Background: an optimization exercise with open tools, aiming at small area and a short achievable clock period. Do not read the settings as production practice. RTL that was checked went through simulation tests only; none was proved equivalent to the original.

==> 12-26: inputs <==
==> flow/design.v (excerpt) <==
module ecc_codec (
    input  wire        clk,
    input  wire        rst,
    input  wire        in_valid,
    input  wire        in_decode,
    input  wire [1:0]  in_code,
    input  wire [63:0] in_data,
    input  wire [14:0] in_chk,
    output wire        out_valid,
    output wire [63:0] out_data,
    output wire [14:0] out_chk,
    output wire [1:0]  out_status
);
export LEC_CHECK = 0
export CAP_MARGIN = 20
export CORE_MARGIN = 2
export CORE_UTILIZATION = 40
export CTS_BUF_LIST = sky130_fd_sc_hd__clkbuf_4 sky130_fd_sc_hd__clkbuf_8
export CTS_CLUSTER_SIZE = 30
export PLACE_DENSITY = 0.6
export SLEW_MARGIN = 20
create_clock -name core_clock -period 13.0 [get_ports {clk}]
standard.sh (not shown) runs the stock make flow with config.mk's settings and CLKGATE_MAP_FILE= SYNTH_SCRIPT=/design/flow/synth_recipe.tcl, a recipe that flattens the netlist after the stock synthesis.
==> flow/flow/run.sh <==
#!/bin/bash
# Own layout flow: the standard layout (standard.sh, unchanged synthesis and
# steps), with the port buffers that global placement inserts on every input and
# output made from sky130_fd_sc_hd__buf_1 cells instead of ORFS's default choice.
# Each tool's full output is kept: ORFS writes its per-step logs under
# orfs/logs/, and this script keeps the make output in standard.log.
set -euo pipefail
cd "$(dirname "$0")/.."
export BUFFER_PORTS_ARGS="-buffer_cell sky130_fd_sc_hd__buf_1"
bash standard.sh > standard.log 2>&1
==> 05-11: changes against 12-26 <==
==> flow/run.sh (new file) <==
#!/bin/bash
# synth_recipe.tcl (not shown) runs the flow's synth.tcl, then flattens the netlist and writes it again
# the make line also repeats each setting of config.mk as NAME=value (left out here)
make -C /OpenROAD-flow-scripts/flow DESIGN_CONFIG=/design/flow/config.mk WORK_HOME=/design/flow/orfs CLKGATE_MAP_FILE= SYNTH_SCRIPT=/design/flow/synth_recipe.tcl finish
- CTS_BUF_LIST: sky130_fd_sc_hd__clkbuf_4 sky130_fd_sc_hd__clkbuf_8 -> not set
- CTS_CLUSTER_SIZE: 30 -> not set
removed: flow/flow/run.sh
removed: flow/standard.sh
==> impl_metrics.toml <==
[timing]
finalClockSkew_ps = 45.2
clock.fmax_mhz = 234

[route]
met1_length_mm = 33.1
num_vias = 16700

[critical_path]
r2r-start = "syn_s_q2[7]"
crit_arrival_ps = 4800
cp_num_cells = 11
endpoint = "f_q3[4]"

[global_routing]
use_met3_pct = 4.73
grt_usage_pct = 25.5

[outcome]
outcome = "complete, no violations"

[final_layout]
final_cells = 3136

[placed_design]
pre_cts_slack_ps = 8900
That was 12-26.
==> impl_metrics.toml <==
[critical_path]
cp_num_cells = 1
r2r-start = "syn_s_q2[12]"
crit_arrival_ps = 1620

[placed_design]
pre_cts_slack_ps = 9160

[global_routing]
grt_usage_pct = 25.9
use_met3_pct = 3.48

[route]
met1_length_mm = 34.4

[outcome]
outcome = "complete, no violations"
That was 05-11.
No functional check of the RTL was part of any run of this note.


==> 09-01: inputs <==
ecc_codec, a different RTL version from the one above (not shown whole).
==> flow/config.mk <==
export PLATFORM = sky130hd
export DESIGN_NAME = ecc_codec
export DESIGN_NICKNAME = ecc_codec
export VERILOG_FILES = /design/flow/design.v
export SDC_FILE = /design/flow/constraint.sdc
export NUM_CORES = 4
export LEC_CHECK = 0
export CAP_MARGIN = 20
export CORE_MARGIN = 2
export CORE_UTILIZATION = 55
export PLACE_DENSITY = 0.7
export SLEW_MARGIN = 20
==> flow/constraint.sdc <==
create_clock -name core_clock -period 13.0 [get_ports {clk}]
set_input_delay 2.6000 -clock core_clock [delete_from_list [all_inputs] [get_ports {clk}]]
set_output_delay 2.6000 -clock core_clock [all_outputs]
set_load 0.01 [all_outputs]
==> flow/flow/run.sh <==
#!/bin/bash
# Own layout flow: the standard layout (standard.sh, unchanged synthesis and
# steps) with these changes:
#  - the port buffers that global placement puts on every input and output are
#    sky130_fd_sc_hd__buf_1 cells instead of ORFS's default choice;
#  - clock tree synthesis clusters up to 24 flip-flops under each leaf buffer
#    (clkbuf_16) and inserts no dummy loads;
#  - timing repair aims for 9.3 ns of setup slack (a 3.7 ns period) instead of 0.
# Each tool's full output is kept: ORFS writes its per-step logs under
# orfs/logs/, and this script keeps the make output in standard.log.
set -euo pipefail
cd "$(dirname "$0")/.."
export BUFFER_PORTS_ARGS="-buffer_cell sky130_fd_sc_hd__buf_1"
export CTS_ARGS="-sink_clustering_enable -repair_clock_nets -sink_clustering_size 24 -sink_clustering_max_diameter 100 -buf_list sky130_fd_sc_hd__clkbuf_16 -dont_use_dummy_load"
export SETUP_SLACK_MARGIN=9.3
bash standard.sh > standard.log 2>&1
==> 11-28 (differences from 09-01) <==
--- a/flow/design.v
+++ b/flow/design.v
@@ -828,105 +828,16 @@
     wire [7:0] sl_x = {s3z_q4, x2_q4};    
     function inr(input [6:0] x);
         inr = (x == 7'd1) | (x == 7'd2) | (x == 7'd3) | (x == 7'd4) | (x == 7'd5) | (x == 7'd6) | (x == 7'd8) | (x == 7'd9) | (x == 7'd10) | (x == 7'd11) | (x == 7'd12) | (x == 7'd16) | (x == 7'd18) | (x == 7'd20) | (x == 7'd22) | (x == 7'd24) | (x == 7'd25) | (x == 7'd27) | (x == 7'd29) | (x == 7'd31) | (x == 7'd32) | (x == 7'd35) | (x == 7'd36) | (x == 7'd37) | (x == 7'd39) | (x == 7'd40) | (x == 7'd41) | (x == 7'd43) | (x == 7'd44) | (x == 7'd45) | (x == 7'd47) | (x == 7'd48) | (x == 7'd50) | (x == 7'd51) | (x == 7'd53) | (x == 7'd54) | (x == 7'd55) | (x == 7'd57) | (x == 7'd58) | (x == 7'd61) | (x == 7'd62) | (x == 7'd64) | (x == 7'd65) | (x == 7'd69) | (x == 7'd70) | (x == 7'd72) | (x == 7'd73) | (x == 7'd74) | (x == 7'd75) | (x == 7'd80) | (x == 7'd81) | (x == 7'd82) | (x == 7'd83) | (x == 7'd85) | (x == 7'd86) | (x == 7'd87) | (x == 7'd88) | (x == 7'd90) | (x == 7'd93) | (x == 7'd94) | (x == 7'd95) | (x == 7'd96) | (x == 7'd97) | (x == 7'd100) | (x == 7'd102) | (x == 7'd106) | (x == 7'd107) | (x == 7'd108) | (x == 7'd109) | (x == 7'd110) | (x == 7'd111) | (x == 7'd113) | (x == 7'd114) | (x == 7'd115) | (x == 7'd116) | (x == 7'd122) | (x == 7'd124) | (x == 7'd125);
     endfunction
     function lcol(input [7:0] s);
         lcol = (s == 8'd1) | (s == 8'd2) | (s == 8'd4) | (s == 8'd7) | (s == 8'd8) | (s == 8'd11) | (s == 8'd13) | (s == 8'd14) | (s == 8'd16) | (s == 8'd19) | (s == 8'd21) | (s == 8'd22) | (s == 8'd25) | (s == 8'd26) | (s == 8'd28) | (s == 8'd31) | (s == 8'd32) | (s == 8'd35) | (s == 8'd37) | (s == 8'd38) | (s == 8'd41) | (s == 8'd42) | (s == 8'd44) | (s == 8'd47) | (s == 8'd49) | (s == 8'd50) | (s == 8'd52) | (s == 8'd55) | (s == 8'd56) | (s == 8'd59) | (s == 8'd61) | (s == 8'd62) | (s == 8'd64) | (s == 8'd67) | (s == 8'd69) | (s == 8'd70) | (s == 8'd73) | (s == 8'd74) | (s == 8'd76) | (s == 8'd79) | (s == 8'd81) | (s == 8'd82) | (s == 8'd84) | (s == 8'd87) | (s == 8'd88) | (s == 8'd97) | (s == 8'd98) | (s == 8'd100) | (s == 8'd104) | (s == 8'd112) | (s == 8'd128) | (s == 8'd131) | (s == 8'd133) | (s == 8'd134) | (s == 8'd137) | (s == 8'd138) | (s == 8'd140) | (s == 8'd145) | (s == 8'd146) | (s == 8'd148) | (s == 8'd152) | (s == 8'd161) | (s == 8'd162) | (s == 8'd164) | (s == 8'd168) | (s == 8'd176) | (s == 8'd193) | (s == 8'd194) | (s == 8'd196) | (s == 8'd200) | (s == 8'd208) | (s == 8'd224);
     endfunction
-    wire inr1, inr2, l_col;
-    wire inr1n_9 = ~x1_q4[2] & ~x1_q4[1];
-    wire inr1n_10 = x1_q4[3] & inr1n_9;
-    wire inr1n_11 = ~x1_q4[6] & ~inr1n_10;
-    wire inr1n_12 = ~x1_q4[3] & x1_q4[0];
-    wire inr1n_13 = ~x1_q4[5] & ~x1_q4[1];
-    wire inr1n_14 = ~inr1n_12 & ~inr1n_13;
-    wire inr1n_15 = ~x1_q4[4] & ~x1_q4[3];
-    wire inr1n_16 = ~x1_q4[1] & ~inr1n_15;
-    wire inr1n_17 = inr1n_14 & inr1n_16;
-    wire inr1n_18 = x1_q4[1] & inr1n_15;
-    wire inr1n_19 = x1_q4[3] & x1_q4[0];
-    wire inr1n_20 = x1_q4[4] & inr1n_19;
-    wire inr1n_21 = ~x1_q4[2] & ~inr1n_20;
-    wire inr1n_22 = ~inr1n_18 & inr1n_21;
-    wire inr1n_23 = ~inr1n_17 & inr1n_22;
-    wire inr1n_24 = ~x1_q4[5] & x1_q4[0];
-    wire inr1n_25 = ~inr1n_14 & ~inr1n_24;
-    wire inr1n_26 = x1_q4[5] & x1_q4[1];
-    wire inr1n_27 = x1_q4[4] & inr1n_26;
-    wire inr1n_28 = x1_q4[2] & ~inr1n_27;
-    wire inr1n_29 = ~inr1n_25 & inr1n_28;
-    wire inr1n_30 = ~inr1n_23 & ~inr1n_29;
-    wire inr1n_31 = ~inr1n_11 & ~inr1n_30;
-    wire inr1n_32 = x1_q4[5] & ~inr1n_9;
-    wire inr1n_33 = ~x1_q4[3] & ~inr1n_32;
-    wire inr1n_34 = x1_q4[4] & ~inr1n_33;
-    wire inr1n_35 = ~x1_q4[5] & ~x1_q4[4];
-    wire inr1n_36 = inr1n_9 & inr1n_35;
-    wire inr1n_37 = ~inr1n_26 & ~inr1n_36;
-    wire inr1n_38 = ~inr1n_34 & inr1n_37;
-    wire inr1n_39 = ~x1_q4[0] & ~inr1n_27;
-    wire inr1n_40 = ~inr1n_38 & inr1n_39;
-    wire inr1n_41 = x1_q4[0] & ~inr1n_35;
-    wire inr1n_42 = inr1n_33 & inr1n_41;
-    wire inr1n_43 = inr1n_19 & inr1n_27;
-    wire inr1n_44 = ~x1_q4[6] & ~inr1n_43;
-    wire inr1n_45 = ~inr1n_42 & inr1n_44;
-    wire inr1n_46 = ~inr1n_40 & inr1n_45;
-    wire inr1n_47 = ~inr1n_31 & ~inr1n_46;
-    wire inr1n_48 = ~x1_q4[1] & ~inr1n_19;
-    wire inr1n_49 = ~x1_q4[3] & ~x1_q4[0];
-    wire inr1n_50 = x1_q4[2] & inr1n_35;
-    wire inr1n_51 = ~inr1n_49 & inr1n_50;
-    wire inr1n_52 = ~inr1n_48 & inr1n_51;
-    assign inr1 = ~inr1n_47 & ~inr1n_52;
-    wire inr2n_9 = ~x2_q4[2] & ~x2_q4[1];
-    wire inr2n_10 = x2_q4[3] & inr2n_9;
-    wire inr2n_11 = ~x2_q4[6] & ~inr2n_10;
-    wire inr2n_12 = ~x2_q4[3] & x2_q4[0];
-    wire inr2n_13 = ~x2_q4[5] & ~x2_q4[1];
-    wire inr2n_14 = ~inr2n_12 & ~inr2n_13;
-    wire inr2n_15 = ~x2_q4[4] & ~x2_q4[3];
-    wire inr2n_16 = ~x2_q4[1] & ~inr2n_15;
-    wire inr2n_17 = inr2n_14 & inr2n_16;
-    wire inr2n_18 = x2_q4[1] & inr2n_15;
-    wire inr2n_19 = x2_q4[3] & x2_q4[0];
-    wire inr2n_20 = x2_q4[4] & inr2n_19;
-    wire inr2n_21 = ~x2_q4[2] & ~inr2n_20;
-    wire inr2n_22 = ~inr2n_18 & inr2n_21;
-    wire inr2n_23 = ~inr2n_17 & inr2n_22;
-    wire inr2n_24 = ~x2_q4[5] & x2_q4[0];
-    wire inr2n_25 = ~inr2n_14 & ~inr2n_24;
-    wire inr2n_26 = x2_q4[5] & x2_q4[1];
-    wire inr2n_27 = x2_q4[4] & inr2n_26;
-    wire inr2n_28 = x2_q4[2] & ~inr2n_27;
-    wire inr2n_29 = ~inr2n_25 & inr2n_28;
-    wire inr2n_30 = ~inr2n_23 & ~inr2n_29;
-    wire inr2n_31 = ~inr2n_11 & ~inr2n_30;
-    wire inr2n_32 = x2_q4[5] & ~inr2n_9;
-    wire inr2n_33 = ~x2_q4[3] & ~inr2n_32;
-    wire inr2n_34 = x2_q4[4] & ~inr2n_33;
-    wire inr2n_35 = ~x2_q4[5] & ~x2_q4[4];
-    wire inr2n_36 = inr2n_9 & inr2n_35;
-    wire inr2n_37 = ~inr2n_26 & ~inr2n_36;
-    wire inr2n_38 = ~inr2n_34 & inr2n_37;
-    wire inr2n_39 = ~x2_q4[0] & ~inr2n_27;
-    wire inr2n_40 = ~inr2n_38 & inr2n_39;
-    wire inr2n_41 = x2_q4[0] & ~inr2n_35;
-    wire inr2n_42 = inr2n_33 & inr2n_41;
-    wire inr2n_43 = inr2n_19 & inr2n_27;
-    wire inr2n_44 = ~x2_q4[6] & ~inr2n_43;
-    wire inr2n_45 = ~inr2n_42 & inr2n_44;
-    wire inr2n_46 = ~inr2n_40 & inr2n_45;
-    wire inr2n_47 = ~inr2n_31 & ~inr2n_46;
-    wire inr2n_48 = ~x2_q4[1] & ~inr2n_19;
-    wire inr2n_49 = ~x2_q4[3] & ~x2_q4[0];
-    wire inr2n_50 = x2_q4[2] & inr2n_35;
-    wire inr2n_51 = ~inr2n_49 & inr2n_50;
-    wire inr2n_52 = ~inr2n_48 & inr2n_51;
-    assign inr2 = ~inr2n_47 & ~inr2n_52;
+    wire inr1 = inr(x1_q4);
+    wire inr2 = inr(x2_q4);
     wire x1z  = (x1_q4 == 7'd0);
     wire bch_ok = ~s1z_q4 & tr0_q4 & inr2 & (x1z | (inr1 & ~par_s_q4));
     wire en_s   = ds_q4 & bch_ok;
     wire st_s_clean = s1z_q4 & s3z_q4 & ~par_s_q4;
     wire st_s_corr  = bch_ok | (s1z_q4 & s3z_q4 & par_s_q4);
     wire flip_p     = ds_q4 & ((s1z_q4 & s3z_q4 & par_s_q4) | (bch_ok & x1z & ~par_s_q4));
     wire [7:0]  h1, h2;
@@ -1093,49 +1004,15 @@
     assign fl[66] = hl[0] & ll[4];
     assign fl[67] = hl[0] & ll[8];
     assign fl[68] = hl[1] & ll[0];
     assign fl[69] = hl[2] & ll[0];
     assign fl[70] = hl[4] & ll[0];
     assign fl[71] = hl[8] & ll[0];
     wire l_zero = (sl_x == 8'd0);
-    wire lcoln_10 = ~sl_x[5] & ~sl_x[2];
-    wire lcoln_11 = sl_x[5] & sl_x[2];
-    wire lcoln_12 = ~lcoln_10 & ~lcoln_11;
-    wire lcoln_13 = ~sl_x[4] & ~sl_x[3];
-    wire lcoln_14 = sl_x[4] & sl_x[3];
-    wire lcoln_15 = ~lcoln_13 & ~lcoln_14;
-    wire lcoln_16 = ~lcoln_12 & ~lcoln_15;
-    wire lcoln_17 = ~lcoln_10 & ~lcoln_13;
-    wire lcoln_18 = ~lcoln_11 & ~lcoln_14;
-    wire lcoln_19 = ~sl_x[6] & ~lcoln_18;
-    wire lcoln_20 = lcoln_17 & ~lcoln_19;
-    wire lcoln_21 = ~lcoln_16 & ~lcoln_20;
-    wire lcoln_22 = sl_x[5] & sl_x[0];
-    wire lcoln_23 = lcoln_18 & ~lcoln_22;
-    wire lcoln_24 = ~sl_x[0] & ~lcoln_17;
-    wire lcoln_25 = ~lcoln_23 & ~lcoln_24;
-    wire lcoln_26 = ~sl_x[7] & ~sl_x[6];
-    wire lcoln_27 = sl_x[7] & sl_x[6];
-    wire lcoln_28 = ~lcoln_26 & ~lcoln_27;
-    wire lcoln_29 = ~lcoln_25 & lcoln_28;
-    wire lcoln_30 = ~lcoln_21 & ~lcoln_29;
-    wire lcoln_31 = lcoln_21 & lcoln_28;
-    wire lcoln_32 = ~lcoln_30 & ~lcoln_31;
-    wire lcoln_33 = sl_x[7] & sl_x[1];
-    wire lcoln_34 = ~lcoln_16 & lcoln_33;
-    wire lcoln_35 = sl_x[1] & ~sl_x[0];
-    wire lcoln_36 = ~sl_x[1] & sl_x[0];
-    wire lcoln_37 = ~lcoln_35 & ~lcoln_36;
-    wire lcoln_38 = ~lcoln_34 & lcoln_37;
-    wire lcoln_39 = lcoln_32 & lcoln_38;
-    wire lcoln_40 = ~lcoln_17 & lcoln_18;
-    wire lcoln_41 = ~lcoln_26 & ~lcoln_40;
-    wire lcoln_42 = ~lcoln_37 & ~lcoln_41;
-    wire lcoln_43 = ~lcoln_32 & lcoln_42;
-    assign l_col = lcoln_39 | lcoln_43;
+    wire l_col  = lcol(sl_x);
     wire [63:0] res_data = d_q4 ^ fs[77:14] ^ fl[63:0];
     wire [14:0] res_chk = chk0_q4 ^ {flip_p, fs[13:0]} ^ {7'd0, fl[71:64]};
     wire [1:0] res_st = poi_q4 ? 2'd3 : dl_q4 ? (l_zero ? 2'd0 : l_col ? 2'd1 : 2'd2) : ds_q4 ? (st_s_clean ? 2'd0 : st_s_corr ? 2'd1 : 2'd2) : 2'd0;
     reg v5;
     always @(posedge clk) v5 <= rst ? 1'b0 : v4;
     reg [63:0] res_data_q5;
     reg [14:0] res_chk_q5;
--- a/flow/flow/run.sh
+++ b/flow/flow/run.sh
@@ -1,10 +1,10 @@
 #!/bin/bash
 # Own layout flow: the standard layout (standard.sh, unchanged synthesis and
-# steps) with these changes:
+# steps) with two changes:
 #  - the port buffers that global placement puts on every input and output are
 #    sky130_fd_sc_hd__buf_1 cells instead of ORFS's default choice;
 #  - clock tree synthesis clusters up to 24 flip-flops under each leaf buffer
 #    (clkbuf_16) and inserts no dummy loads;
 #  - timing repair aims for 9.3 ns of setup slack (a 3.7 ns period) instead of 0.
 # Each tool's full output is kept: ORFS writes its per-step logs under
 # orfs/logs/, and this script keeps the make output in standard.log.
CORE_UTILIZATION = 40   (was 55)
PLACE_DENSITY = 0.6   (was 0.7)
==> 10-23 (differences from 09-01) <==
CORE_UTILIZATION = 65   (was 55)
PLACE_DENSITY = 0.8   (was 0.7)
==> flow_summary.toml <==
[status]
status = "finished clean"

[die]
die_h_um = 197

[detailed_routing]
wl_met3_um = 4130
wl_per_cell_um = 22.2

[setup_path]
crit_arrival_ns = 1.06

[layout]
buffer_area_share_pct = 3.64
n_all_buffers = 189

[synthesis]
synth_xor_area_share_pct = 27.7
(the above is from 09-01)
==> flow_summary.toml <==
[timing]
finalSetupViolCount = 0
worst_pin_slew_ns = 1.09
fmax_mhz = 272

[clock_network]
cts_setup_buffers = 2
clock_latency_ns = 0.59

[synthesis]
synth_xor_area_share_pct = 27.0
ys_ff_latch = 469

[layout]
clkbuf_count = 25
diodes = 0

[detailed_routing]
wl_met3_um = 5770
vias = 15700

[die]
die_h_um = 231

[grt]
busiest_layer = "met2"

[status]
status = "finished clean"
(the above is from 11-28)
==> flow_summary.toml <==
[die]
die_h_um = 181

[layout]
seq_area_um2 = 9400
n_all_buffers = 171
buffer_area_share_pct = 3.05

[min_path]
min_path_type = "reg2reg"

[detailed_routing]
wl_per_cell_um = 22.7
antenna_left = 0

[setup_path]
crit_arrival_ns = 1.08

[grt]
grtUsageMet2_pct = 55.0

[status]
status = "finished clean"
(the above is from 10-23)

port drivers added, routing unchanged:
The flow's constraints put no driver on any port. The routed layouts listed below were extracted and timed again, unchanged, in two steps. Step 1 assumes that a clkbuf_16 drives the clock port and a buf_2 every other input. Step 2, shift: input delay + t, output delay - t, t = (earliest + latest rising clock arrival at the registers) / 2. This alone moves slack from input paths to output paths. a / b / c = ideal ports / drivers / drivers and shift; a / b = the first two.
run	t, ns	slack for setup (ns)	worst slew at a driven data input, ns	pins driven straight from the clock port
12-26	0.706	8.731 / 8.731 / 8.731	0.05	1
05-11	0.658	8.784 / 8.728 / 9.022	0.06	1
09-01	0.584	9.342 / 9.291 / 9.402	0.04	1
11-28	0.613	9.319 / 9.266 / 9.394	0.05	1
10-23	0.577	9.321 / 9.275 / 9.324	0.04	1
After both steps every run listed still meets setup and hold.
